This design comes from an exercise in tuning for small area, a short achievable clock period and few clock cycles per item on the open sky130 flow, not from production work.
Function was checked by simulation only, so behaviour that the tests miss may differ from the original.

==> v23 <==
==> flow/design.v (excerpt) <==
module zw96_blend (
    input  wire           clk,
    input  wire           rst,
    input  wire           in_valid,
    output wire           in_ready,
    input  wire [13:0]    bg_r,
    input  wire [13:0]    bg_g,
    input  wire [13:0]    bg_b,
    input  wire [7:0]     layer_en,      
    input  wire [8*14-1:0] a_pix,        
    input  wire [8*14-1:0] a_glob,       
    input  wire [8*14-1:0] c_r,
    input  wire [8*14-1:0] c_g,
    input  wire [8*14-1:0] c_b,
    output reg            out_valid,
    output wire [13:0]    out_r,
    output wire [13:0]    out_g,
    output wire [13:0]    out_b,
    output wire [8*14-1:0] out_w,        
    output wire [7:0]     out_contrib    
);
Settings: LEC_CHECK=0, CAP_MARGIN=20, CORE_MARGIN=2, CORE_UTILIZATION=40, CTS_BUF_LIST=sky130_fd_sc_hd__clkbuf_4 sky130_fd_sc_hd__clkbuf_8, PLACE_DENSITY=0.6, SLEW_MARGIN=20; clock period 45.0 ns.
standard.sh (not shown) runs the stock make flow with config.mk's settings and CLKGATE_MAP_FILE= SYNTH_SCRIPT=/design/flow/synth_recipe.tcl, a recipe that flattens the netlist after the stock synthesis.
==> flow/flow/run.sh <==
#!/bin/bash
# Own layout flow: the standard layout (standard.sh), with two changes.
# 1. Between the standard synthesis and the rest of the flow, flow/pushinv.py
#    takes out inverters around the adder cells of the synthesised netlist
#    (a full adder with complemented inputs gives complemented outputs), with
#    the registers and the logic function unchanged.
# 2. Every timing repair step (floorplan, placement, CTS, global route) is
#    asked to leave SETUP_SLACK_MARGIN ns of setup slack. The clock stays at
#    the design's period and the SDC is the standard flow's; the margin only makes the
#    repair shorten the paths that set the achieved period.
# 3. Port buffers are buf_2 cells (buffer_ports -buffer_cell): every input
#    and output port still gets its own buffer, as in the standard flow.
# Each tool's output goes to a log of its own here (flow_*.log); ORFS keeps
# each step's log under orfs/logs/.
set -euo pipefail
cd "$(dirname "$0")/.."
export SETUP_SLACK_MARGIN=34
export BUFFER_PORTS_ARGS="-buffer_cell sky130_fd_sc_hd__buf_2"
R="$PWD/orfs/results/$FLOW_PLATFORM/zw96_blend/base"
bash standard.sh synth > flow_synth.log 2>&1
cp "$R/1_2_yosys.v" "$R/1_2_yosys_standard.v"
python3 flow/pushinv.py "$R/1_2_yosys_standard.v" "$R/1_2_yosys.v" > flow_pushinv.log 2>&1
rm -f "$R/1_synth.odb" "$R/1_synth.sdc"
bash standard.sh > flow_standard.log 2>&1
Other scripts of this flow, unchanged in this note and not shown: flow/flow/pushinv.py
==> v11 (differences from v23) <==
- CORE_UTILIZATION: 40 -> 55
- PLACE_DENSITY: 0.6 -> 0.7
==> qor summary <==
item                                                                      v11                       v23
Met3 capacity usage during global routing                              22.33%                    13.18%
Time the worst path needs with I/O delays and setup                  11.01 ns                  10.97 ns
Final cell area excluding filler cells                              98720 um2                 99630 um2
Slowest stage delay, CP                                               0.63 ns                   0.67 ns
Clkbuf count                                                              195                       211
Worst EP required                                                    45.77 ns                  36.00 ns
Cell with the largest stage delay on the worst path  sky130_fd_sc_hd__nand4_1  sky130_fd_sc_hd__dfxtp_4
Instance area at placement                                          91630 um2                 92680 um2
Number of post-CTS setup repair buffers                                    54                        86
Well Taps                                                                2044                      2821
Die area                                                           157600 um2                216000 um2
Final worst-path setup slack                                         33.99 ns                  34.03 ns
Die X                                                                396.9 um                  464.8 um
Cell Count, Final, Fillers Out                                         11.07k                    11.85k
Terminus of the critical flop-to-flop path                          acc_g[10]                   ct_q[0]
Number of CTS-inserted buffers                                            150                       155
Fraction of the cycle the final worst path needs                       24.47%                    24.37%
Result of the run                                     complete, no violations   complete, no violations
Fraction of area in registers                                          25.14%                    24.91%
Testbench counts of v23, summed over its fixed seeds: cycles 16,066, items 8,000.
Testbench counts of v11, summed over its fixed seeds: cycles 16,066, items 8,000.

==> v20 <==
zw96_blend, a different RTL version from the one above (not shown whole).
export LEC_CHECK = 0
export CAP_MARGIN = 20
export CORE_MARGIN = 2
export CORE_UTILIZATION = 40
export PLACE_DENSITY = 0.6
export SLEW_MARGIN = 20
create_clock -name core_clock -period 45.0 [get_ports {clk}]
==> flow/flow/run.sh <==
#!/bin/bash
# Own layout flow: the standard layout (standard.sh), with two changes.
# 1. Between the standard synthesis and the rest of the flow, flow/pushinv.py
#    takes out inverters around the adder cells of the synthesised netlist
#    (a full adder with complemented inputs gives complemented outputs), with
#    the registers and the logic function unchanged.
# 2. Every timing repair step (floorplan, placement, CTS, global route) is
#    asked to leave SETUP_SLACK_MARGIN ns of setup slack. The clock stays at
#    the design's period and the SDC is the standard flow's; the margin only makes the
#    repair shorten the paths that set the achieved period.
# Each tool's output goes to a log of its own here (flow_*.log); ORFS keeps
# each step's log under orfs/logs/.
set -euo pipefail
cd "$(dirname "$0")/.."
export SETUP_SLACK_MARGIN=34
R="$PWD/orfs/results/$FLOW_PLATFORM/zw96_blend/base"
bash standard.sh synth > flow_synth.log 2>&1
cp "$R/1_2_yosys.v" "$R/1_2_yosys_standard.v"
python3 flow/pushinv.py "$R/1_2_yosys_standard.v" "$R/1_2_yosys.v" > flow_pushinv.log 2>&1
rm -f "$R/1_synth.odb" "$R/1_synth.sdc"
bash standard.sh > flow_standard.log 2>&1
Other scripts of this flow, unchanged in this note and not shown: flow/flow/pushinv.py
==> v16: changes against v20 <==
--- a/flow/design.v
+++ b/flow/design.v
@@ -82,11 +82,14 @@
     assign out_g       = acc_g;
     assign out_b       = acc_b;
     assign out_w       = w_q;
     assign out_contrib = ct_q;
     wire accept = in_valid & rdy_q;
-    wire last   = rc_q == 8'd0;
+    wire [7:0] rc1 = rc_q & ~cs_q;
+    wire [7:0] rw1 = rw_q & ~ws_q;
+    wire [7:0] p1  = p_q & ~pf_q;
+    wire last   = rc1 == 8'd0;
     wire fin    = busy & ~fix_q & last;
     reg  [13:0] ac, cc_r, cc_g, cc_b, ir, ig, ib, m1, m2;
     always @* begin
         ac = 14'd0; cc_r = 14'd0; cc_g = 14'd0; cc_b = 14'd0;
         ir = 14'd0; ig = 14'd0; ib = 14'd0;
@@ -133,48 +136,50 @@
     wire [13:0] wn1 = wa + wb + 14'd1;
     wire [13:0] tn0 = tr + ~wa + ~wb + 14'd2;
     wire [13:0] tn1 = tr + ~wa + ~wb + 14'd1;
     wire [13:0] wn  = wc ? wn1 : wn0;
     wire [13:0] tn  = wc ? tn1 : tn0;
+    wire        wge = wc ? |wn1[13:8] : |wn0[13:8];
+    wire        tge = wc ? |tn1[13:8] : |tn0[13:8];
+    always @(posedge clk) begin
+        acc_r <= nr;
+        acc_g <= ng;
+        acc_b <= nb;
+        tr    <= (rdy_q | fix_q) ? FULL : tn;
+    end
     always @(posedge clk) begin
         if (rst) begin
             busy      <= 1'b0;
             rdy_q     <= 1'b1;
             out_valid <= 1'b0;
         end else begin
             out_valid <= fin;
             if (busy) begin
                 if (fix_q) begin
-                    pf_q  <= lowest(p_q);
-                    p_q   <= p_q & ~lowest(p_q);
-                    fix_q <= p_q != 8'd0;
-                    if (p_q == 8'd0) begin
-                        ws_q <= highest(rw_q);
-                        rw_q <= rw_q & ~highest(rw_q);
-                    end
+                    pf_q  <= lowest(p1);
+                    p_q   <= p1;
+                    fix_q <= p1 != 8'd0;
+                    if (p1 == 8'd0)
+                        ws_q <= highest(rw_q);   
                     for (k = 0; k < 8; k = k + 1)
                         if (pf_q[k]) begin
                             ap_q[14*k +: 14] <= wn;
                             sel_q[k]         <= 1'b1;
                         end
                 end else begin
-                    acc_r <= nr;
-                    acc_g <= ng;
-                    acc_b <= nb;
-                    tr    <= tn;
                     first <= 1'b0;
-                    cs_q  <= lowest(rc_q);
-                    rc_q  <= rc_q & ~lowest(rc_q);
-                    ws_q  <= highest(rw_q);
-                    rw_q  <= rw_q & ~highest(rw_q);
+                    cs_q  <= lowest(rc1);
+                    rc_q  <= rc1;
+                    ws_q  <= highest(rw1);
+                    rw_q  <= rw1;
                     for (k = 0; k < 8; k = k + 1)
                         if (ws_q[k]) begin
                             w_q[14*k +: 14] <= wn;
-                            ct_q[k]         <= |wn[13:8];
+                            ct_q[k]         <= wge;
                         end else if (last && top_q[k]) begin
                             w_q[14*k +: 14] <= tn;
-                            ct_q[k]         <= |tn[13:8];
+                            ct_q[k]         <= tge;
                         end else if (first) begin
                             w_q[14*k +: 14] <= 14'd0;
                             ct_q[k]         <= 1'b0;
                         end
                     if (last)
@@ -192,29 +197,28 @@
                 cb_q  <= c_b;
                 sel_q <= i_agf;
                 top_q <= i_top;
                 nof_q <= i_above[0];
                 cs_q  <= i_cs;
-                rc_q  <= i_G & ~i_cs;
+                rc_q  <= i_G;
                 ws_q  <= (i_P == 8'd0) ? i_ws : 8'd0;
-                rw_q  <= (i_P == 8'd0) ? (i_G & ~i_ws) : i_G;
+                rw_q  <= i_G;
                 pf_q  <= i_pf;
-                p_q   <= i_P & ~i_pf;
+                p_q   <= i_P;
                 fix_q <= i_P != 8'd0;
-                tr    <= FULL;
                 first <= 1'b1;
             end
             if (accept)
                 busy  <= 1'b1;
             if (accept)
                 rdy_q <= i_one;
             else if (!busy || fin)
                 rdy_q <= 1'b1;
             else if (fix_q)
-                rdy_q <= (p_q == 8'd0) && last;
+                rdy_q <= (p1 == 8'd0) && last;
             else
-                rdy_q <= atmost1(rc_q);
+                rdy_q <= atmost1(rc1);
         end
     end
 endmodule
 module zw_mulr (
     input  wire [13:0] x,
==> notes <==
Between v20 and v16, the lower die area is in v16 (gap 0.23%, measured against v16). In v20 the worst setup slack is lower than in v16, by 0.19 ns. Between v20 and v16, the lower global-route usage is in v20 (gap 0.15 points).
Testbench counts of v20, summed over its fixed seeds: cycles 16,066, items 8,000.
Testbench counts of v16, summed over its fixed seeds: cycles 16,066, items 8,000.

## port drivers added, routing unchanged
No port has a modelled driver above. Below, the same layouts with a new extraction and two added sets of constraints. Step 1, drivers: a clkbuf_16 drives clk and a buf_2 each remaining input, both assumed. Step 2, shift: input delay + t, output delay - t, t = (earliest + latest rising clock arrival at the registers) / 2. This alone moves slack from input paths to output paths. Three values: ideal ports, drivers, drivers and shift; two values: the first two.
run	shift t [ns]	setup WS [ns]	clock arrival spread, ns	worst data-port slew with drivers (ns)	cell pins on the clock port's net
v23	1.028	34.033 / 33.945 / 33.062	0.089 / 0.089	0.26	1
v11	1.010	33.986 / 33.925 / 32.969	0.062 / 0.061	0.23	1
v20	0.891	33.766 / 33.802 / 32.911	0.083 / 0.083	0.27	1
v16	0.883	33.960 / 33.931 / 33.129	0.049 / 0.050	0.31	1
After both steps every run listed still meets setup and hold. For v11, which loses most, drivers alone change the setup slack by -0.061 ns; drivers and shift together by -1.017 ns.
